Background: an optimization exercise with open tools, aiming at small area and a short achievable clock period. Do not read the settings as production practice.
The RTL was checked by simulation tests, not by an equivalence proof against the original design.
Power and IR drop assume default switching activity.

==> flow/design.v (outline; a module is shown in full before it is edited, if it fits) <==
// module lens_fpu: 239 lines
// module lens_fpu_mul24: 1077 lines
module lens_fpu (
    input             clk,
    input             rst,
    input             f_mv,
    input      [3:0]  f_port,
    input      [31:0] f_data,
    output reg [31:0] f_out,
    output reg [4:0]  f_fl,
    output reg        f_done
);
  // ...
==> flow/run.sh <==
#!/bin/bash
# synth_recipe.tcl (not shown) runs the flow's synth.tcl, then flattens the netlist and writes it again
# the make line also repeats each setting of config.mk as NAME=value (left out here)
make -C /OpenROAD-flow-scripts/flow DESIGN_CONFIG=/design/flow/config.mk WORK_HOME=/design/flow/orfs CLKGATE_MAP_FILE= SYNTH_SCRIPT=/design/flow/synth_recipe.tcl finish
==> flow/config.mk <==
export PLATFORM = sky130hd
export DESIGN_NAME = lens_fpu
export DESIGN_NICKNAME = lens_fpu
export VERILOG_FILES = /design/flow/design.v
export SDC_FILE = /design/flow/constraint.sdc
export NUM_CORES = 4
export LEC_CHECK = 0
export ABC_CLOCK_PERIOD_IN_PS = 4000
export CAP_MARGIN = 20
export CORE_MARGIN = 2
export CORE_UTILIZATION = 40
export SLEW_MARGIN = 20
==> flow/constraint.sdc <==
create_clock -name core_clock -period 17.0 [get_ports {clk}]
set_input_delay 3.4000 -clock core_clock [delete_from_list [all_inputs] [get_ports {clk}]]
set_output_delay 3.4000 -clock core_clock [all_outputs]
set_load 0.01 [all_outputs]
==> flow_summary_export.csv, run 1 <==
group,metric,value,unit
status,status,"finished clean",
cells_and_area,drive_gt1_share,5.96,%
sta,rsz0062_at_grt,"no",
floorplan,io_pins,77,
floorplan,start_util,40.2,%
setup_path,end_kind,"register",
place,dp_cells,8188,
sta,setup-violations-final,0,
clock_network,clock_sinks,187,
pwr,p_clk_share,15.7,%
clock_network,ctsHoldBuffers,0,
cells_and_area,inv_count,384,
yosys,synth-seq-cells,187,
pwr,p_seq_share,20.1,%
clock_network,htree_levels,4,
yosys,synth.avg_cell_area,6.46,µm²
cells_and_area,largest_reg_flops,48,
floorplan,taps,1524,
clock_network,clock-root-buffer,"clkbuf_16",
setup_path,reg2reg_to,"v1_v[46]$_DFF_P_",
detailed_routing,wl_met3,24.1,mm
hold_path,hold_start,"v1$_SDFF_PP0_",
setup_path,path_depth,28,
cells_and_area,multi_input_area_share,79.5,%
detailed_routing,drtIter0Drc,7985,
global_route,grt-busiest-layer,"met2",
cells_and_area,n_clock_buffer,17,
hold_path,hold_path_end,"f_done$_SDFF_PP0_",
sta,period_needed,9.29,ns
cells_and_area,diodes,0,
cells_and_area,final_cell_mix,"1078 x a21oi_1, 904 x nand2_1, 782 x o21ai_0, 403 x nor2_1, 364 x nand3_1",
sta,finalSetupTns,0,ns
yosys,yosys.cell_count.top_type,"a21oi_1",
sta,fin_ws,7.71,ns
setup_path,critical_path_class,"register to register",
cells_and_area,dominant-cell-class,"multi-input gates",
yosys,synth_top_area_share,11.6,%
cells_and_area,layoutNonFillerInstCount,8221,
setup_path,critPathLaunchType,"register",
clock_network,cts_resized,0,
yosys,yosysWarnings,1,
pwr,p_total,0.00281,W
yosys,synth_area,46500,µm²
==> run 2, diff against run 1 <==
--- a/flow/config.mk
+++ b/flow/config.mk
@@ -7,3 +7,2 @@
 export LEC_CHECK = 0
-export ABC_CLOCK_PERIOD_IN_PS = 4000
 export CAP_MARGIN = 20
==> run 2 against run 1 <==
Compared with the run above: register-to-register slack barely moved; first-iteration DRC count did not move; critical path depth did not move; combinational power barely moved.
==> flow_summary_export.csv, run 2 <==
group,metric,value,unit
setup_path,reg2reg_from,"b[3]$_SDFFE_PP0P_",
cells_and_area,final_nets,7169,
floorplan,die_w,345,µm
yosys,synth_edf_count,0,
sta,slew_violations,0,
clock_network,cts_buffers,17,
clock_network,cts_buffer_depth,2,
yosys,synth-async-reset-ratio,0,%
setup_path,arrival,9.69,ns
yosys,synth-seq-cells,187,
detailed_routing,drc,0,
clock_network,clock-root-buffer,"clkbuf_16",
yosys,synthTopCellsByCount,"1079 x a21oi_1, 906 x nand2_1, 783 x o21ai_0",
floorplan,start_util,40.2,%
clock_network,htree_levels,4,
floorplan,dieArea,119000,µm²
cells_and_area,drive_gt1_share,5.96,%
yosys,yosysSeqAreaShare,8.05,%
floorplan,die_h,345,µm
detailed_routing,drtIter0Drc,7985,
sta,finalHoldViolations,0,
place,dpl.hpwl,154,mm
cells_and_area,largest_reg_flops,48,
sta,period_needed,9.29,ns
setup_path,crit_family,"compound AO/OA/AOI/OAI gates",
clock_network,cts_resized,0,
floorplan,core-area,116000,µm²
setup_path,crit_path_max_incr_delay,0.85,ns
yosys,synthFlopType,"dfxtp_1",
sta,hold-worst-slack,0.441,ns
global_route,first_global_vias,50094,
global_route,antenna_found_initial,2,
yosys,ys_types,116,
yosys,synth.avg_cell_area,6.46,µm²
pwr,power_leakage,17.6,nW
clock_network,clk_pin_slew,0.09,ns
global_route,grt_max_degree,126,
cells_and_area,syn_to_final_growth,3.60,%
setup_path,critPathLaunchType,"register",
global_route,grt_usage,35.0,%
yosys,yosys-top-cells-area,"a21oi_1 12%, fa_1 11%, o21ai_0 8.4%",
sta,worstMarginPinSlew,1.17,ns
yosys,syn-num-nets,7680,
yosys,yosys.cell_count.top_type,"a21oi_1",
pwr,p_total,0.00281,W
floorplan,core.rowCount,125,
clock_network,cts_tree,"done",
sta,finalSetupTns,0,ns
sta,setup-violations-final,0,
yosys,synthCells,7195,
detailed_routing,wl_per_cell,26.3,µm
setup_path,end_kind,"register",
cells_and_area,final_cell_mix,"1078 x a21oi_1, 904 x nand2_1, 782 x o21ai_0, 403 x nor2_1, 364 x nand3_1",
status,status,"finished clean",
detailed_routing,ant_nets,0,
clock_network,post_cts.repair.setup_buffers,0,
setup_path,critical-path-slowest-cell,"a2111oi_0",
setup_path,critPathLaunch,"b[3]$_SDFFE_PP0P_",
sta,rsz0062_at_grt,"no",
yosys,yosysWarnings,1,
yosys,synth_top_area_share,11.6,%
cells_and_area,top_register,"v1_v",
pwr,powerDensity,58.4,nW/µm²
clock_network,ctsHoldBuffers,0,
setup_path,crit_top_cell,"a31oi_1",
floorplan,io_pins,77,
global_route,grt_pass1_wl,323,mm
detailed_routing,avgViaCountPerCell,6.66,
setup_path,required,17.40,ns
cells_and_area,final_common_cell,"a21oi_1",
sta,max_freq,108,MHz
detailed_routing,wirelength,216,mm
sta,slew_headroom,21.0,%
place,io_buffers,75,
cells_and_area,diodes,0,
clock_network,clock_sinks,187,
setup_path,cp_num_buf_inv,3,
sta,period_share,54.7,%
yosys,synth_area,46500,µm²
hold_path,hold_start,"v1$_SDFF_PP0_",
pwr,peakVddDrop,0.0908,mV
clock_network,clk_latency,0.55,ns
setup_path,critical_path_class,"register to register",
sta,fin_skew,0.0273,ns
detailed_routing,vias,54712,
global_route,gr-total-overflow,0,
detailed_routing,drt_first_pass_iters,9,
yosys,yosysTopAreaCell,"a21oi_1",
job,cap_violations,0,
place,place.gp.congestion,1.04,
setup_path,critPathMaxFanout,60,
hold_path,hp-class,"register to register",
-- run 2: report_power, final --
part           switching, W  internal (W)  leakage (nW)
clock network      0.000241      0.000201         0.296
logic               0.00119      0.000620          15.8
registers         0.0000845      0.000481          1.57
total               0.00151       0.00130          17.6
-- run 2: layout make-up --
class	count	area [µm²]
Clock buffer	17	425
Clock inverter	15	183
Tap cell	1524	1910
Multi-Input combinational cell	5844	38300
Fill cell	12338	67500
Inverter	384	1440
Sequential cell	187	3860
Timing Repair Buffer	250	2090
-- run 2: metal layers --
layer	track usage (%)	vias to the layer above	wire (µm)
li1	-	24724	-
met1	48.5	26021	90800
met2	52.7	3451	91800
met3	6.50	516	24100
met4	15.7	0	9800
met5	0	-	0
-- run 2: worst paths after layout --
path | slack (ns) | endpoint | cells after the start
worst max-delay path | 7.71 | v1_v[46]$_DFF_P_ | 28
worst min-delay path | 0.44 | f_done$_SDFF_PP0_ | 1
worst max register to register | 7.71 | v1_v[46]$_DFF_P_ | 28
worst min register to register | 0.44 | f_done$_SDFF_PP0_ | 1
-- run 2: per-stage QoR --
stage          setup WS (ns)  area [µm²]  util (%)  cells
6_report                7.71       48200      41.6   8221
4_1_cts                 7.99       48100      41.6   8220
3_3_place_gp            8.03       47500      41.1   8188
2_1_floorplan           9.20       46500         -   7195
5_1_grt                 6.75       48200      41.6   8221
3_5_place_dp            8.08       47500      41.1   8188
-- run 2: worst reg2reg max path: cells and delay by family (launching register included) --
family | cells | cell delay (ns)
mux | 2 | 0.33
compound gates | 15 | 4.01
fa+ha+maj | 2 | 0.53
flops | 1 | 0.71
buf+inv | 3 | 1.47
simple gates | 6 | 2.11
-- run 2: logic make-up after synthesis --
family / count (synthesis) / synth area share (%)
XOR/XNOR: 250 / 4.71
adder cells (fa/ha/maj): 446 / 16.0
flip-flops: 187 / 8.05
other: 1 / 0.00806
AO/OA/AOI/OAI: 2805 / 35.5
buffers and inverters: 1164 / 9.81
multiplexers: 154 / 4.22
AND/OR/NAND/NOR: 2188 / 21.6
==> module lens_fpu, before the edit <==
module lens_fpu (
    input             clk,
    input             rst,
    input             f_mv,
    input      [3:0]  f_port,
    input      [31:0] f_data,
    output reg [31:0] f_out,
    output reg [4:0]  f_fl,
    output reg        f_done
);
    reg [31:0] b;
    reg        v0;
    reg [3:0]  op0;
    reg [31:0] x0;
    wire trig = f_mv && (f_port == 4'd4 || f_port == 4'd5 || f_port == 4'd6 ||
                         f_port >= 4'd10);
    always @(posedge clk) begin
        if (rst) begin
            b  <= 32'd0;
            v0 <= 1'b0;
        end else begin
            if (f_mv && f_port == 4'd0) b <= f_data;
            v0 <= trig;
        end
        op0 <= f_port;
        x0  <= f_data;
    end
    wire is_as   = (op0 == 4'd4) || (op0 == 4'd5);
    wire is_mul  = (op0 == 4'd6);
    wire is_eq   = (op0 == 4'd10);
    wire is_lt   = (op0 == 4'd11);
    wire is_le   = (op0 == 4'd12);
    wire is_itof = (op0 == 4'd13) || (op0 == 4'd14);
    wire is_ftoi = (op0 == 4'd15);
    wire        xs = x0[31];
    wire [7:0]  xe = x0[30:23];
    wire [22:0] xf = x0[22:0];
    wire        ys = b[31];
    wire        yse = b[31] ^ (op0 == 4'd5);    
    wire [7:0]  ye = b[30:23];
    wire [22:0] yf = b[22:0];
    wire xe_z = (xe == 8'd0);
    wire ye_z = (ye == 8'd0);
    wire xe_f = (xe == 8'hFF);
    wire ye_f = (ye == 8'hFF);
    wire xf_z = (xf == 23'd0);
    wire yf_z = (yf == 23'd0);
    wire x_nan  = xe_f && !xf_z;
    wire y_nan  = ye_f && !yf_z;
    wire x_snan = x_nan && !xf[22];
    wire y_snan = y_nan && !yf[22];
    wire x_inf  = xe_f && xf_z;
    wire y_inf  = ye_f && yf_z;
    wire x_zero = xe_z && xf_z;
    wire y_zero = ye_z && yf_z;
    wire any_nan  = x_nan | y_nan;
    wire any_snan = x_snan | y_snan;
    wire [23:0] xm = {!xe_z, xf};
    wire [23:0] ym = {!ye_z, yf};
    wire [7:0]  xex = {xe[7:1], xe[0] | xe_z};    
    wire [7:0]  yex = {ye[7:1], ye[0] | ye_z};
    wire x_ge  = (x0[30:0] >= b[30:0]);
    wire m_eq  = (x0[30:0] == b[30:0]);
    wire        sub_e = xs ^ yse;
    wire [8:0]  d_xy  = {1'b0, xex} - {1'b0, yex};
    wire [8:0]  d_yx  = {1'b0, yex} - {1'b0, xex};
    wire [7:0]  ed    = x_ge ? d_xy[7:0] : d_yx[7:0];
    wire [23:0] lm    = x_ge ? xm : ym;
    wire [23:0] sm    = x_ge ? ym : xm;
    wire [7:0]  le    = x_ge ? xex : yex;
    wire        ls    = x_ge ? xs : yse;
    wire        ed_big = (ed > 8'd26);
    wire [4:0]  eds   = ed[4:0];
    wire [26:0] sm_w  = {sm, 3'b000};
    wire [26:0] sm_sh = ed_big ? 27'd0 : (sm_w >> eds);
    wire        a_stk = ed_big ? (sm != 24'd0) : ((sm_w & ~(27'h7FF_FFFF << eds)) != 27'd0);
    wire [27:0] al    = {1'b0, lm, 3'b000};
    wire [27:0] as_   = {1'b0, sm_sh[26:1], sm_sh[0] | a_stk};
    wire [28:0] sum_c = {al, 1'b1} + {as_ ^ {28{sub_e}}, sub_e};
    wire [27:0] sum   = sum_c[28:1];
    wire [47:0] pra, prb;
    lens_fpu_mul24 u_mul (.x(xm), .y(ym), .ra(pra), .rb(prb));
    wire [47:0] prod = pra + prb;
    wire [8:0]  ez   = {1'b0, xex} + {1'b0, yex};
    wire signed [9:0] eb_mul = $signed({1'b0, ez}) - 10'sd126;
    wire        m_tiny = (eb_mul <= 10'sd0);
    wire signed [9:0] eb_m31 = eb_mul + 10'sd31;
    wire [6:0]  t_mul = eb_m31[9] ? 7'd0 : eb_m31[6:0];
    wire        i_neg = (op0 == 4'd13) && x0[31];
    wire [31:0] i_abs = i_neg ? -x0 : x0;
    wire [6:0]  t_fi  = (xe >= 8'd127) ? (xe[6:0] + 7'd2) : 7'd0;     
    wire        fi_ovf = (xe >= 8'd158);
    wire both_z = x_zero & y_zero;
    wire c_eq = !any_nan && m_eq && ((xs == ys) || x_zero);
    wire c_lt = !any_nan && !both_z &&
                ((xs && !ys) || (!xs && !ys && !x_ge) || (xs && ys && x_ge && !m_eq));
    reg        sp, sp_nv, sp_s, sp_e, sp_q, sp_m, sp_b0;
    always @(*) begin
        sp = 1'b0; sp_nv = 1'b0; sp_s = 1'b0; sp_e = 1'b0; sp_q = 1'b0; sp_m = 1'b0; sp_b0 = 1'b0;
        if (is_as) begin
            if (any_nan) begin
                sp = 1'b1; sp_e = 1'b1; sp_q = 1'b1; sp_nv = any_snan;
            end else if (x_inf && y_inf && sub_e) begin
                sp = 1'b1; sp_e = 1'b1; sp_q = 1'b1; sp_nv = 1'b1;
            end else if (x_inf) begin
                sp = 1'b1; sp_e = 1'b1; sp_s = xs;
            end else if (y_inf) begin
                sp = 1'b1; sp_e = 1'b1; sp_s = yse;
            end else if (m_eq && (sub_e || x_zero)) begin
                sp = 1'b1; sp_s = xs & yse;
            end
        end else if (is_mul) begin
            if (any_nan) begin
                sp = 1'b1; sp_e = 1'b1; sp_q = 1'b1; sp_nv = any_snan;
            end else if ((x_inf && y_zero) || (y_inf && x_zero)) begin
                sp = 1'b1; sp_e = 1'b1; sp_q = 1'b1; sp_nv = 1'b1;
            end else if (x_inf || y_inf) begin
                sp = 1'b1; sp_e = 1'b1; sp_s = xs ^ ys;
            end else if (x_zero || y_zero) begin
                sp = 1'b1; sp_s = xs ^ ys;
            end
        end else if (is_eq) begin
            sp = 1'b1; sp_b0 = c_eq; sp_nv = any_snan;
        end else if (is_lt) begin
            sp = 1'b1; sp_b0 = c_lt; sp_nv = any_nan;
        end else if (is_le) begin
            sp = 1'b1; sp_b0 = c_lt | c_eq; sp_nv = any_nan;
        end else if (is_itof) begin
            sp = (x0 == 32'd0);
        end else begin   
            if (x_nan) begin
                sp = 1'b1; sp_nv = 1'b1;
            end else if (fi_ovf) begin
                sp = 1'b1; sp_s = xs;
                sp_e = !xs; sp_q = !xs; sp_m = !xs; sp_b0 = !xs;
                sp_nv = !(xs && xe == 8'd158 && xf_z);
            end
        end
    end
    reg  [47:0] v_n;
    reg  [9:0]  eb_n;
    reg         s_n, fix_n, int_n;
    reg  [6:0]  t_n;
    always @(*) begin
        v_n = {xm, 24'd0}; eb_n = 10'd158; s_n = xs; fix_n = 1'b1; int_n = 1'b1; t_n = t_fi;
        if (is_mul) begin
            v_n = prod; eb_n = eb_mul; s_n = xs ^ ys; fix_n = m_tiny; int_n = 1'b0; t_n = t_mul;
        end else if (is_as) begin
            v_n = {sum, 20'd0}; eb_n = {2'b00, le} + 10'd1; s_n = ls; fix_n = 1'b0; int_n = 1'b0;
        end else if (is_itof) begin
            v_n = {i_abs, 16'd0}; eb_n = 10'd158; s_n = i_neg; fix_n = 1'b0; int_n = 1'b0;
        end
    end
    wire        sen_n  = !fix_n && !eb_n[9] && (eb_n <= 10'd48);
    wire [9:0]  senp10 = 10'd48 - eb_n;
    wire [5:0]  senp_n = senp10[5:0];
    reg        v1;
    reg [47:0] v1_v;
    reg [9:0]  v1_eb;
    reg        v1_s, v1_fix, v1_int, v1_sen;
    reg [6:0]  v1_t;
    reg [5:0]  v1_senp;
    reg        v1_sp, v1_nv, v1_ss, v1_se, v1_sq, v1_sm, v1_sb0;
    always @(posedge clk) begin
        if (rst) v1 <= 1'b0;
        else     v1 <= v0;
        v1_v    <= v_n;
        v1_eb   <= eb_n;
        v1_s    <= s_n;
        v1_fix  <= fix_n;
        v1_int  <= int_n;
        v1_t    <= t_n;
        v1_sen  <= sen_n;
        v1_senp <= senp_n;
        v1_sp   <= sp;
        v1_nv   <= sp_nv;
        v1_ss   <= sp_s;
        v1_se   <= sp_e;
        v1_sq   <= sp_q;
        v1_sm   <= sp_m;
        v1_sb0  <= sp_b0;
    end
    wire [47:0] sen_bit = v1_sen ? (48'd1 << v1_senp) : 48'd0;
    wire [47:0] vl = v1_v | sen_bit;
    reg  [5:0]  lz;
    integer     j;
    always @(*) begin
        lz = 6'd47;
        for (j = 0; j < 48; j = j + 1)
            if (vl[j]) lz = 6'd47 - j[5:0];
    end
    reg  [5:0]  tz;
    integer     k;
    always @(*) begin
        tz = 6'd63;
        for (k = 47; k >= 0; k = k - 1)
            if (v1_v[k]) tz = k[5:0];
    end
    wire [6:0]  t   = v1_fix ? v1_t : {lz[5], !lz[5], lz[4:0]};     
    wire [79:0] g   = {32'd0, v1_v} << t;
    wire [31:0] w   = g[79:48];
    wire [7:0]  tzt = {2'b00, tz} + {1'b0, t};
    wire        st  = (tzt < 8'd55);      
    wire        ifr = (tzt < 8'd48);      
    wire [9:0]  e   = v1_eb - {4'd0, lz};
    wire        ovf0 = w[31] && (e[8] || e[7:0] == 8'hFF);
    wire [7:0]  ef  = w[31] ? e[7:0] : 8'd0;
    wire        g_b = w[7];
    wire        rup = g_b & (st | w[8]);
    wire [30:0] rr  = {ef, w[30:8]} + {30'd0, rup};
    wire        ovf = ovf0 || (rr[30:23] == 8'hFF);
    wire        inx = g_b | st;
    reg  [31:0] res;
    reg  [4:0]  fl;
    always @(*) begin
        fl = 5'd0;
        if (v1_sp) begin
            res   = {v1_ss, {8{v1_se}}, v1_sq, {21{v1_sm}}, v1_sb0};
            fl[0] = v1_nv;
        end else if (v1_int) begin
            res   = v1_s ? -w : w;
            fl[4] = ifr;
        end else if (ovf) begin
            res   = {v1_s, 8'hFF, 23'd0};
            fl[2] = 1'b1;
            fl[4] = 1'b1;
        end else begin
            res   = {v1_s, rr};
            fl[3] = !w[31] & inx;
            fl[4] = inx;
        end
    end
    always @(posedge clk) begin
        if (rst) f_done <= 1'b0;
        else     f_done <= v1;
        f_out <= res;
        f_fl  <= fl;
    end
endmodule
==> run 3, diff against run 2 <==
--- a/flow/design.v
+++ b/flow/design.v
@@ -33,3 +33,2 @@
     wire is_itof = (op0 == 4'd13) || (op0 == 4'd14);
-    wire is_ftoi = (op0 == 4'd15);
     wire        xs = x0[31];
@@ -78,7 +77,4 @@
     wire [27:0] as_   = {1'b0, sm_sh[26:1], sm_sh[0] | a_stk};
-    wire [28:0] sum_c = {al, 1'b1} + {as_ ^ {28{sub_e}}, sub_e};
-    wire [27:0] sum   = sum_c[28:1];
     wire [47:0] pra, prb;
     lens_fpu_mul24 u_mul (.x(xm), .y(ym), .ra(pra), .rb(prb));
-    wire [47:0] prod = pra + prb;
     wire [8:0]  ez   = {1'b0, xex} + {1'b0, yex};
@@ -89,3 +85,2 @@
     wire        i_neg = (op0 == 4'd13) && x0[31];
-    wire [31:0] i_abs = i_neg ? -x0 : x0;
     wire [6:0]  t_fi  = (xe >= 8'd127) ? (xe[6:0] + 7'd2) : 7'd0;     
@@ -139,3 +134,4 @@
     end
-    reg  [47:0] v_n;
+    reg  [47:0] ra_n, rb_n;
+    reg         ci_n;
     reg  [9:0]  eb_n;
@@ -144,9 +140,13 @@
     always @(*) begin
-        v_n = {xm, 24'd0}; eb_n = 10'd158; s_n = xs; fix_n = 1'b1; int_n = 1'b1; t_n = t_fi;
+        ra_n = {xm, 24'd0}; rb_n = 48'd0; ci_n = 1'b0;
+        eb_n = 10'd158; s_n = xs; fix_n = 1'b1; int_n = 1'b1; t_n = t_fi;
         if (is_mul) begin
-            v_n = prod; eb_n = eb_mul; s_n = xs ^ ys; fix_n = m_tiny; int_n = 1'b0; t_n = t_mul;
+            ra_n = pra; rb_n = prb;
+            eb_n = eb_mul; s_n = xs ^ ys; fix_n = m_tiny; int_n = 1'b0; t_n = t_mul;
         end else if (is_as) begin
-            v_n = {sum, 20'd0}; eb_n = {2'b00, le} + 10'd1; s_n = ls; fix_n = 1'b0; int_n = 1'b0;
+            ra_n = {al, 20'd0}; rb_n = {as_ ^ {28{sub_e}}, {20{sub_e}}}; ci_n = sub_e;
+            eb_n = {2'b00, le} + 10'd1; s_n = ls; fix_n = 1'b0; int_n = 1'b0;
         end else if (is_itof) begin
-            v_n = {i_abs, 16'd0}; eb_n = 10'd158; s_n = i_neg; fix_n = 1'b0; int_n = 1'b0;
+            ra_n = {x0 ^ {32{i_neg}}, 16'd0}; rb_n = {31'd0, i_neg, 16'd0};
+            eb_n = 10'd158; s_n = i_neg; fix_n = 1'b0; int_n = 1'b0;
         end
@@ -155,10 +155,10 @@
     wire [9:0]  senp10 = 10'd48 - eb_n;
-    wire [5:0]  senp_n = senp10[5:0];
     reg        v1;
-    reg [47:0] v1_v;
-    reg [9:0]  v1_eb;
-    reg        v1_s, v1_fix, v1_int, v1_sen;
-    reg [6:0]  v1_t;
-    reg [5:0]  v1_senp;
-    reg        v1_sp, v1_nv, v1_ss, v1_se, v1_sq, v1_sm, v1_sb0;
+    reg [47:0] r1_a, r1_b;
+    reg        r1_ci;
+    reg [9:0]  r1_eb;
+    reg        r1_s, r1_fix, r1_int, r1_sen;
+    reg [6:0]  r1_t;
+    reg [5:0]  r1_senp;
+    reg [6:0]  r1_sp;      
     always @(posedge clk) begin
@@ -166,48 +166,117 @@
         else     v1 <= v0;
-        v1_v    <= v_n;
-        v1_eb   <= eb_n;
-        v1_s    <= s_n;
-        v1_fix  <= fix_n;
-        v1_int  <= int_n;
-        v1_t    <= t_n;
-        v1_sen  <= sen_n;
-        v1_senp <= senp_n;
-        v1_sp   <= sp;
-        v1_nv   <= sp_nv;
-        v1_ss   <= sp_s;
-        v1_se   <= sp_e;
-        v1_sq   <= sp_q;
-        v1_sm   <= sp_m;
-        v1_sb0  <= sp_b0;
+        r1_a    <= ra_n;
+        r1_b    <= rb_n;
+        r1_ci   <= ci_n;
+        r1_eb   <= eb_n;
+        r1_s    <= s_n;
+        r1_fix  <= fix_n;
+        r1_int  <= int_n;
+        r1_t    <= t_n;
+        r1_sen  <= sen_n;
+        r1_senp <= senp10[5:0];
+        r1_sp   <= {sp, sp_nv, sp_s, sp_e, sp_q, sp_m, sp_b0};
     end
-    wire [47:0] sen_bit = v1_sen ? (48'd1 << v1_senp) : 48'd0;
-    wire [47:0] vl = v1_v | sen_bit;
+    wire [48:0] vc = {r1_a, 1'b1} + {r1_b, r1_ci};
+    wire [47:0] v  = vc[48:1];
+    wire [47:0] sen_bit = r1_sen ? (48'd1 << r1_senp) : 48'd0;
+    wire [63:0] vl = {v | sen_bit, 16'hFFFF};
     reg  [5:0]  lz;
-    integer     j;
+    reg  [31:0] z1v; reg [31:0] z1p;
+    reg  [15:0] z2v; reg [31:0] z2p;
+    reg  [7:0]  z3v; reg [23:0] z3p;
+    reg  [3:0]  z4v; reg [15:0] z4p;
+    reg  [1:0]  z5v; reg [9:0]  z5p;
+    integer     q;
     always @(*) begin
-        lz = 6'd47;
-        for (j = 0; j < 48; j = j + 1)
-            if (vl[j]) lz = 6'd47 - j[5:0];
+        for (q = 0; q < 32; q = q + 1) begin
+            z1v[q] = vl[2*q+1] | vl[2*q];
+            z1p[q] = !vl[2*q+1];
+        end
+        for (q = 0; q < 16; q = q + 1) begin
+            z2v[q] = z1v[2*q+1] | z1v[2*q];
+            z2p[2*q+:2] = z1v[2*q+1] ? {1'b0, z1p[2*q+1]} : {1'b1, z1p[2*q]};
+        end
+        for (q = 0; q < 8; q = q + 1) begin
+            z3v[q] = z2v[2*q+1] | z2v[2*q];
+            z3p[3*q+:3] = z2v[2*q+1] ? {1'b0, z2p[2*(2*q+1)+:2]} : {1'b1, z2p[2*(2*q)+:2]};
+        end
+        for (q = 0; q < 4; q = q + 1) begin
+            z4v[q] = z3v[2*q+1] | z3v[2*q];
+            z4p[4*q+:4] = z3v[2*q+1] ? {1'b0, z3p[3*(2*q+1)+:3]} : {1'b1, z3p[3*(2*q)+:3]};
+        end
+        for (q = 0; q < 2; q = q + 1) begin
+            z5v[q] = z4v[2*q+1] | z4v[2*q];
+            z5p[5*q+:5] = z4v[2*q+1] ? {1'b0, z4p[4*(2*q+1)+:4]} : {1'b1, z4p[4*(2*q)+:4]};
+        end
+        lz = z5v[1] ? {1'b0, z5p[9:5]} : {1'b1, z5p[4:0]};
     end
+    wire [63:0] vr;
+    genvar gi;
+    generate for (gi = 0; gi < 64; gi = gi + 1) begin : g_rev
+        if (gi < 48) assign vr[63-gi] = v[gi];
+        else         assign vr[63-gi] = 1'b0;
+    end endgenerate
     reg  [5:0]  tz;
-    integer     k;
+    reg  [31:0] y1v; reg [31:0] y1p;
+    reg  [15:0] y2v; reg [31:0] y2p;
+    reg  [7:0]  y3v; reg [23:0] y3p;
+    reg  [3:0]  y4v; reg [15:0] y4p;
+    reg  [1:0]  y5v; reg [9:0]  y5p;
     always @(*) begin
-        tz = 6'd63;
-        for (k = 47; k >= 0; k = k - 1)
-            if (v1_v[k]) tz = k[5:0];
+        for (q = 0; q < 32; q = q + 1) begin
+            y1v[q] = vr[2*q+1] | vr[2*q];
+            y1p[q] = !vr[2*q+1];
+        end
+        for (q = 0; q < 16; q = q + 1) begin
+            y2v[q] = y1v[2*q+1] | y1v[2*q];
+            y2p[2*q+:2] = y1v[2*q+1] ? {1'b0, y1p[2*q+1]} : {1'b1, y1p[2*q]};
+        end
+        for (q = 0; q < 8; q = q + 1) begin
+            y3v[q] = y2v[2*q+1] | y2v[2*q];
+            y3p[3*q+:3] = y2v[2*q+1] ? {1'b0, y2p[2*(2*q+1)+:2]} : {1'b1, y2p[2*(2*q)+:2]};
+        end
+        for (q = 0; q < 4; q = q + 1) begin
+            y4v[q] = y3v[2*q+1] | y3v[2*q];
+            y4p[4*q+:4] = y3v[2*q+1] ? {1'b0, y3p[3*(2*q+1)+:3]} : {1'b1, y3p[3*(2*q)+:3]};
+        end
+        for (q = 0; q < 2; q = q + 1) begin
+            y5v[q] = y4v[2*q+1] | y4v[2*q];
+            y5p[5*q+:5] = y4v[2*q+1] ? {1'b0, y4p[4*(2*q+1)+:4]} : {1'b1, y4p[4*(2*q)+:4]};
+        end
+        tz = (y5v == 2'b00) ? 6'd63 : y5v[1] ? {1'b0, y5p[9:5]} : {1'b1, y5p[4:0]};
     end
-    wire [6:0]  t   = v1_fix ? v1_t : {lz[5], !lz[5], lz[4:0]};     
-    wire [79:0] g   = {32'd0, v1_v} << t;
-    wire [31:0] w   = g[79:48];
+    wire [6:0]  t   = r1_fix ? r1_t : {lz[5], !lz[5], lz[4:0]};     
     wire [7:0]  tzt = {2'b00, tz} + {1'b0, t};
-    wire        st  = (tzt < 8'd55);      
-    wire        ifr = (tzt < 8'd48);      
-    wire [9:0]  e   = v1_eb - {4'd0, lz};
-    wire        ovf0 = w[31] && (e[8] || e[7:0] == 8'hFF);
-    wire [7:0]  ef  = w[31] ? e[7:0] : 8'd0;
+    wire        st_n  = (tzt < 8'd55);      
+    wire        ifr_n = (tzt < 8'd48);      
+    wire [9:0]  e   = r1_eb - {4'd0, lz};
+    wire        ovf0_n = (e[8] || e[7:0] == 8'hFF);
+    reg        v2;
+    reg [47:0] r2_v;
+    reg [6:0]  r2_t;
+    reg [7:0]  r2_e;
+    reg        r2_ovf0, r2_st, r2_ifr, r2_s, r2_int;
+    reg [6:0]  r2_sp;
+    always @(posedge clk) begin
+        if (rst) v2 <= 1'b0;
+        else     v2 <= v1;
+        r2_v    <= v;
+        r2_t    <= t;
+        r2_e    <= e[7:0];
+        r2_ovf0 <= ovf0_n;
+        r2_st   <= st_n;
+        r2_ifr  <= ifr_n;
+        r2_s    <= r1_s;
+        r2_int  <= r1_int;
+        r2_sp   <= r1_sp;
+    end
+    wire [79:0] g   = {32'd0, r2_v} << r2_t;
+    wire [31:0] w   = g[79:48];
+    wire        ovf0 = w[31] && r2_ovf0;
+    wire [7:0]  ef  = w[31] ? r2_e : 8'd0;
     wire        g_b = w[7];
-    wire        rup = g_b & (st | w[8]);
+    wire        rup = g_b & (r2_st | w[8]);
     wire [30:0] rr  = {ef, w[30:8]} + {30'd0, rup};
     wire        ovf = ovf0 || (rr[30:23] == 8'hFF);
-    wire        inx = g_b | st;
+    wire        inx = g_b | r2_st;
     reg  [31:0] res;
@@ -216,10 +285,10 @@
         fl = 5'd0;
-        if (v1_sp) begin
-            res   = {v1_ss, {8{v1_se}}, v1_sq, {21{v1_sm}}, v1_sb0};
-            fl[0] = v1_nv;
-        end else if (v1_int) begin
-            res   = v1_s ? -w : w;
-            fl[4] = ifr;
+        if (r2_sp[6]) begin
+            res   = {r2_sp[4], {8{r2_sp[3]}}, r2_sp[2], {21{r2_sp[1]}}, r2_sp[0]};
+            fl[0] = r2_sp[5];
+        end else if (r2_int) begin
+            res   = r2_s ? -w : w;
+            fl[4] = r2_ifr;
         end else if (ovf) begin
-            res   = {v1_s, 8'hFF, 23'd0};
+            res   = {r2_s, 8'hFF, 23'd0};
             fl[2] = 1'b1;
@@ -227,3 +296,3 @@
         end else begin
-            res   = {v1_s, rr};
+            res   = {r2_s, rr};
             fl[3] = !w[31] & inx;
@@ -234,3 +303,3 @@
         if (rst) f_done <= 1'b0;
-        else     f_done <= v1;
+        else     f_done <= v2;
         f_out <= res;
--- a/flow/config.mk
+++ b/flow/config.mk
@@ -7,5 +7,6 @@
 export LEC_CHECK = 0
+export ABC_AREA = 1
 export CAP_MARGIN = 20
 export CORE_MARGIN = 2
-export CORE_UTILIZATION = 40
+export CORE_UTILIZATION = 65
 export SLEW_MARGIN = 20
==> run 3 against run 2 <==
Compared with the run above: clock-buffer cell count rose by 28; largest cell class unchanged; total power is 38% higher; routed wire length fell by 32%; synthesized cell count shrank 23%; register-to-register slack gained 2.9 ns; utilization grew 28 points; worst hold slack worse by 0.13 ns; non-clock buffer count down 109; global-route usage rose by 14 points; flip-flop and latch count grew 125.
==> flow_summary_export.csv, run 3 <==
group,metric,value,unit
clock_network,cts_buffers,37,
detailed_routing,vias,40810,
place,dpl.hpwl,110,mm
yosys,yosys.cell_count.top_type,"nand2_1",
global_route,first_global_vias,38736,
floorplan,start_util,66.0,%
cells_and_area,final_common_cell,"nand2_1",
sta,worstMarginPinSlew,1.16,ns
pwr,power_leakage,19.5,nW
setup_path,end_kind,"register",
clock_network,ctsHoldBuffers,0,
clock_network,cts_buffer_depth,3,
sta,max_freq,157,MHz
yosys,syn-num-nets,5995,
yosys,synthCells,5534,
pwr,powerDensity,98.6,nW/µm²
place,place.gp.congestion,1.10,
clock_network,cts_tree,"done",
setup_path,arrival,6.81,ns
sta,finalSetupTns,0,ns
cells_and_area,drive_gt1_share,5.27,%
sta,fin_skew,0.0220,ns
sta,slew_violations,0,
detailed_routing,ant_nets,0,
yosys,yosysTopAreaCell,"dfxtp_1",
clock_network,clock-root-buffer,"clkbuf_16",
cells_and_area,reg.largest.list,"r1_a (48), r1_b (48), r2_v (48)",
yosys,synth-seq-cells,312,
setup_path,critPathLaunchType,"register",
hold_path,hp-class,"register to register",
sta,finalHoldViolations,0,
detailed_routing,drtIter0Drc,5722,
yosys,synth.avg_cell_area,6.74,µm²
status,status,"finished clean",
pwr,peakVddDrop,0.118,mV
clock_network,cts_resized,0,
setup_path,critPathMaxFanout,82,
yosys,synth_top_area_share,16.8,%
clock_network,clock_sinks,312,
cells_and_area,fin_util,69.7,%
floorplan,core.rowCount,87,
clock_network,post_cts.repair.setup_buffers,0,
yosys,synth_edf_count,0,
global_route,grt_pass1_wl,224,mm
floorplan,core-area,56500,µm²
floorplan,die_h,243,µm
yosys,yosysWarnings,1,
floorplan,io_pins,77,
cells_and_area,final_cell_mix,"1097 x nand2_1, 631 x inv_1, 570 x nand3_1, 447 x nor2_1, 342 x xor2_1",
clock_network,htree_levels,2,
global_route,grt_max_degree,83,
place,io_buffers,75,
yosys,synth-async-reset-ratio,0,%
sta,slew_headroom,21.7,%
floorplan,die_w,243,µm
clock_network,clk_pin_slew,0.07,ns
yosys,yosysSeqAreaShare,16.8,%
detailed_routing,drt_first_pass_iters,8,
global_route,grt_usage,49.0,%
floorplan,dieArea,59300,µm²
yosys,synth_area,37300,µm²
yosys,yosys-top-cells-area,"dfxtp_1 17%, fa_1 14%, nand2_1 11%",
setup_path,critical_path_class,"register to register",
global_route,gr-total-overflow,0,
sta,period_share,37.4,%
yosys,synthTopCellsByCount,"1097 x nand2_1, 631 x inv_1, 571 x nand3_1",
global_route,antenna_found_initial,7,
cells_and_area,final_nets,5864,
sta,period_needed,6.36,ns
sta,rsz0062_at_grt,"no",
detailed_routing,avgViaCountPerCell,6.59,
detailed_routing,wirelength,148,mm
detailed_routing,wl_per_cell,23.9,µm
setup_path,required,17.44,ns
yosys,synthFlopType,"dfxtp_1",
sta,setup-violations-final,0,
setup_path,r2r_setup_slack,10.64,ns
clock_network,clk_latency,0.58,ns
detailed_routing,drc,0,
yosys,ys_types,67,
cells_and_area,syn_to_final_growth,5.58,%
job,cap_violations,0,
==> run 3: cell count changes after synthesis, moves of 191 or more <==
| cell | previous run | this run |
|---|---|---|
| a21oi_1 | 1079 | 261 |
| o21ai_0 | 783 | 269 |
| clkbuf_1 | 579 | 196 |
| inv_1 | 351 | 631 |
| xor2_1 | 65 | 342 |
| nand3_1 | 365 | 571 |
| nand2_1 | 906 | 1097 |
==> run 3: metal layers <==
metal / GRT usage (%) / routed length [µm] / vias to the layer above
met5: 0.327 / 0 / -
li1: - / - / 18037
met3: 14.3 / 20000 / 992
met2: 72.8 / 61700 / 3250
met4: 41.1 / 15800 / 0
met1: 58.4 / 50700 / 18531
==> run 3: layout make-up <==
cell class                      instances  area (µm²)
Timing Repair Buffer                  141        1240
Clock inverter                         21         216
Sequential cell                       312        6250
Tap cell                              756         946
Fill cell                            4870       17100
Inverter                              685        2570
Multi-Input combinational cell       4226       27100
Clock buffer                           45         996
Antenna cell                            8        20.0
==> run 3: report_power, final <==
group / switching, W / internal (W) / total [W]
Clock: 0.000357 / 0.000458 / 0.000815
Combinational: 0.00147 / 0.000689 / 0.00216
Sequential: 0.0000758 / 0.000832 / 0.000907
==> run 3: path summary, 6_finish.rpt <==
check | start | end | cells after the start
max | b[9]$_SDFFE_PP0P_ | r1_b[26]$_DFF_P_ | 18
min | r1_int$_SDFF_PP0_ | r2_int$_DFF_P_ | 0
max reg2reg | b[9]$_SDFFE_PP0P_ | r1_b[26]$_DFF_P_ | 18
min reg2reg | r1_int$_SDFF_PP0_ | r2_int$_DFF_P_ | 0
==> run 3: critical path, stage by stage, from the launching register on <==
cell,delay (ns)
dfxtp_2,0.95
inv_1,0.37
ha_1,0.41
nand4_1,0.09
nor4_1,0.36
nand3_1,0.41
nand3_4,0.50
buf_4,0.75
inv_1,0.34
nand2_1,0.13
nand2_1,0.46
nand2_1,0.26
clkinv_1,0.30
nand3_1,0.18
o21ai_0,0.09
o21ai_0,0.37
nand2_1,0.10
nand2_1,0.06
nand3_1,0.07
==> run 3: cell families after synthesis <==
family                   Yosys count  share of synthesized area [%]
AND/OR/NAND/NOR                 2383                           28.1
AO/OA/AOI/OAI                   1040                           16.3
buffers and inverters            996                           10.7
adder cells (fa/ha/maj)          422                           19.2
XOR/XNOR                         377                           8.86
flip-flops                       312                           16.8
multiplexers                       3                         0.0806
other                              1                         0.0101
==> run 3: through the flow <==
step / instances / hold slack, ns / area [µm²] / total power (W) / setup slack [ns]
after floorplan: 5534 / 0.310 / 37300 / 0.00220 / 12.48
after global placement: 6120 / 0.311 / 38100 / 0.00290 / 11.03
after detailed placement: 6120 / 0.314 / 38100 / 0.00293 / 10.91
after CTS: 6186 / 0.317 / 39300 / 0.00374 / 10.89
after global routing: 6186 / 0.323 / 39300 / 0.00406 / 10.23
final: 6194 / 0.314 / 39400 / 0.00388 / 10.64
==> run 4, diff against run 3 <==
--- a/flow/config.mk
+++ b/flow/config.mk
@@ -10,3 +10,3 @@
 export CORE_MARGIN = 2
-export CORE_UTILIZATION = 65
+export CORE_UTILIZATION = 40
 export SLEW_MARGIN = 20
==> run 4 against run 3 <==
Compared with the run above: sequential share of layout area shrank 0.36 points; cell area up 2.4%; utilization is 26 points lower; global-route usage fell by 17 points; routed wire length increased by 4.7%; via count down 4.8%; clock skew rose by 0.010 ns; combinational power down 3%; worst setup slack worse by 0.18 ns; area after synthesis stayed put; clock-buffer cell count grew 1.
==> flow_summary_export.csv, run 4 <==
group,metric,value,unit
detailed_routing,wl_per_cell,23.2,µm
setup_path,r2r_setup_slack,10.46,ns
floorplan,die_h,309,µm
clock_network,cts_buffers,38,
yosys,synthCells,5534,
yosys,synth-seq-cells,312,
clock_network,clock-root-buffer,"clkbuf_16",
place,place.gp.congestion,1.03,
sta,setup-violations-final,0,
yosys,syn-num-nets,5995,
cells_and_area,drive_gt1_share,5.78,%
floorplan,dieArea,95700,µm²
yosys,yosys-top-cells-area,"dfxtp_1 17%, fa_1 14%, nand2_1 11%",
yosys,synth_edf_count,0,
sta,fin_skew,0.0324,ns
sta,slew_violations,0,
place,dp_cells,6622,
global_route,grt_pass1_wl,231,mm
cells_and_area,design_area,40300,µm²
yosys,synth.avg_cell_area,6.74,µm²
global_route,grt_usage,32.0,%
setup_path,crit_path_max_incr_delay,0.93,ns
pwr,powerDensity,97.3,nW/µm²
detailed_routing,drc,0,
status,status,"finished clean",
cells_and_area,n_fill_cell,9703,
sta,finalHoldViolations,0,
setup_path,end_kind,"register",
setup_path,required,17.43,ns
floorplan,start_util,40.5,%
place,io_buffers,75,
detailed_routing,ant_nets,0,
setup_path,reg2reg_to,"r1_b[39]$_DFF_P_",
job,cap_violations,0,
yosys,synthFlopType,"dfxtp_1",
floorplan,core.rowCount,111,
clock_network,cts_resized,0,
setup_path,critPathLaunch,"b[15]$_SDFFE_PP0P_",
place,placed_area,38900,µm²
hold_path,hp-class,"register to register",
sta,period_share,38.5,%
cells_and_area,final_common_cell,"nand2_1",
sta,max_freq,153,MHz
clock_network,htree_levels,2,
floorplan,die_w,309,µm
cells_and_area,final_nets,5880,
setup_path,crit_family,"simple AND/OR/NAND/NOR gates",
global_route,gr-total-overflow,0,
cells_and_area,multiInputGateArea,27100,µm²
cells_and_area,regArea,6260,µm²
setup_path,critical_path_class,"register to register",
global_route,antenna_found_initial,3,
yosys,yosysSeqAreaShare,16.8,%
setup_path,crit_top_cell,"inv_1",
yosys,yosysTopAreaCell,"dfxtp_1",
cells_and_area,syn_to_final_growth,8.09,%
setup_path,worstRegToRegCells,18,
yosys,synth_top_area_share,16.8,%
floorplan,core-area,92100,µm²
clock_network,post_cts.repair.setup_buffers,0,
clock_network,clock_sinks,312,
detailed_routing,drtIter0Drc,4463,
hold_path,hold_path_end,"r2_int$_DFF_P_",
setup_path,arrival,6.98,ns
detailed_routing,vias,38864,
setup_path,cp_num_buf_inv,5,
pwr,peakVddDrop,0.0728,mV
cells_and_area,layoutNonFillerInstCount,6693,
clock_network,clk_latency,0.62,ns
setup_path,critPathLaunchType,"register",
yosys,yosysWarnings,1,
sta,slew_headroom,26.7,%
setup_path,critical-path-slowest-cell,"dfxtp_2",
sta,finalSetupTns,0,ns
cells_and_area,final_cell_mix,"1096 x nand2_1, 630 x inv_1, 570 x nand3_1, 446 x nor2_1, 342 x xor2_1",
clock_network,clk_pin_slew,0.06,ns
setup_path,reg2reg_from,"b[15]$_SDFFE_PP0P_",
yosys,synth_area,37300,µm²
setup_path,worstPathCellList,"inv_1 > ha_1 > nand4_1 > nor4_1 > nand3_1 > nand3_4 > buf_4 > inv_1 > nand2_1 > nand2_2 > inv_1 > nand3_1 > nand2_2 > nor2_4 > inv_1 > nor2_1 > nand2_1 > o211ai_1",
detailed_routing,wirelength,155,mm
yosys,synth-async-reset-ratio,0,%
hold_path,min_delay_path_depth,0,
yosys,yosys.cell_count.top_type,"nand2_1",
detailed_routing,drt_first_pass_iters,7,
detailed_routing,avgViaCountPerCell,5.81,
sta,worstMarginPinSlew,1.09,ns
setup_path,critPathMaxFanout,80,
sta,period_needed,6.54,ns
global_route,grt_max_degree,81,
clock_network,cts_buffer_depth,3,
clock_network,cts_tree,"done",
place,dpl.hpwl,120,mm
clock_network,ctsHoldBuffers,0,
floorplan,io_pins,77,
global_route,first_global_vias,37121,
yosys,synthTopCellsByCount,"1097 x nand2_1, 631 x inv_1, 571 x nand3_1",
sta,rsz0062_at_grt,"no",
pwr,power_leakage,19.7,nW
yosys,ys_types,67,
cells_and_area,reg.largest.list,"r1_a (48), r1_b (48), r2_v (48)",
hold_path,hold_start,"r1_int$_SDFF_PP0_",
==> run 4: cell counts after synthesis <==
No cell type changed its count.
==> run 4: metal layers <==
metal / share of wire [%] / GRT usage, % / vias to the layer above
met5: 0.0077 / 0 / -
met4: 6.2 / 17.0 / 2
met3: 8.6 / 5.64 / 451
met2: 45 / 51.1 / 1916
met1: 41 / 41.2 / 18433
li1: - / - / 18062
==> run 4: report_power, final <==
| group | internal (W) | leakage [nW] | switching [W] |
|---|---|---|---|
| logic | 0.000681 | 16.4 | 0.00141 |
| registers | 0.000832 | 2.58 | 0.0000702 |
| clock network | 0.000570 | 0.702 | 0.000361 |
| total | 0.00208 | 19.7 | 0.00184 |
==> run 4: metrics by stage <==
step                worst slack [ns]  hold WS [ns]  power, W  utilization [%]
global route                   10.13         0.322   0.00416             43.8
CTS                            10.18         0.293   0.00389             43.8
floorplan                      12.48         0.310   0.00220                -
detailed placement             10.24         0.312   0.00295             42.2
finish                         10.46         0.317   0.00392             43.8
global placement               10.27         0.310   0.00295             42.2
==> run 4: cell families (layout without fill, tap and decap cells) <==
family	after synthesis	in the layout	synth area share [%]
multiplexers	3	3	0.0806
AND/OR/NAND/NOR	2383	2383	28.1
buffers and inverters	996	911	10.7
flip-flops	312	312	16.8
other	1	2	0.0101
AO/OA/AOI/OAI	1040	1040	16.3
XOR/XNOR	377	377	8.86
adder cells (fa/ha/maj)	422	422	19.2
==> run 4: final cells by class <==
type                    instances  area share, %
diodes                          1        0.00621
clock buffers                  46           2.61
clock inverters                24          0.938
inverters                     685           6.39
multi-input cells            4226           67.3
flip-flops and latches        312           15.5
well taps                    1243           3.86
repair buffers                156           3.36
==> run 4: how the worst max path moves through the flow <==
stage                       end  slack [ns]  depth (start not counted)
3_5_place_dp   r1_b[43]$_DFF_P_       10.24                         16
4_1_cts        r1_b[39]$_DFF_P_       10.18                         18
2_1_floorplan  r1_a[29]$_DFF_P_       12.48                         17
3_3_place_gp   r1_b[44]$_DFF_P_       10.27                         16
6_report       r1_b[39]$_DFF_P_       10.46                         18
5_1_grt        r1_b[43]$_DFF_P_       10.13                         16
==> run 4: worst register-to-register path, cell delays in order (launching register included) <==
cell	delay, ns
dfxtp_2	0.93
inv_1	0.35
ha_1	0.44
nand4_1	0.10
nor4_1	0.38
nand3_1	0.45
nand3_4	0.53
buf_4	0.72
inv_1	0.45
nand2_1	0.16
nand2_2	0.38
inv_1	0.56
nand3_1	0.16
nand2_2	0.29
nor2_4	0.15
inv_1	0.10
nor2_1	0.06
nand2_1	0.07
o211ai_1	0.10

## separate check: timing with driven ports
The results above use ideal ports. As a check the final layouts listed here were re-extracted and re-timed, cells and wires unchanged.
Step 1 (the two cells are an assumption about what drives the block):
set clk [get_ports {clk}]
set_driving_cell -lib_cell sky130_fd_sc_hd__clkbuf_16 $clk
set_driving_cell -lib_cell sky130_fd_sc_hd__buf_2 [delete_from_list [all_inputs] $clk]
Step 2 times the ports against the registers' clock, not the clock port: input delays grow and output delays shrink by t, the midpoint of the rising clock arrivals with the driver on.
Three values: ideal, step 1, step 2; two values: the first two.
run | shift t [ns] | slack for setup (ns) | worst setup path at the end | slew at the worst register clock pin (ns) | cell pins on the clock port's net
run 1 | 0.611 | 7.709 / 7.709 / 7.709 | register to register | 0.10 / 0.10 | 1
run 2 | 0.611 | 7.709 / 7.709 / 7.709 | register to register | 0.10 / 0.10 | 1
run 3 | 0.631 | 10.636 / 10.636 / 10.636 | register to register | 0.07 / 0.07 | 1
run 4 | 0.669 | 10.456 / 10.456 / 10.456 | register to register | 0.07 / 0.07 | 1
After both steps every run listed still meets setup and hold.
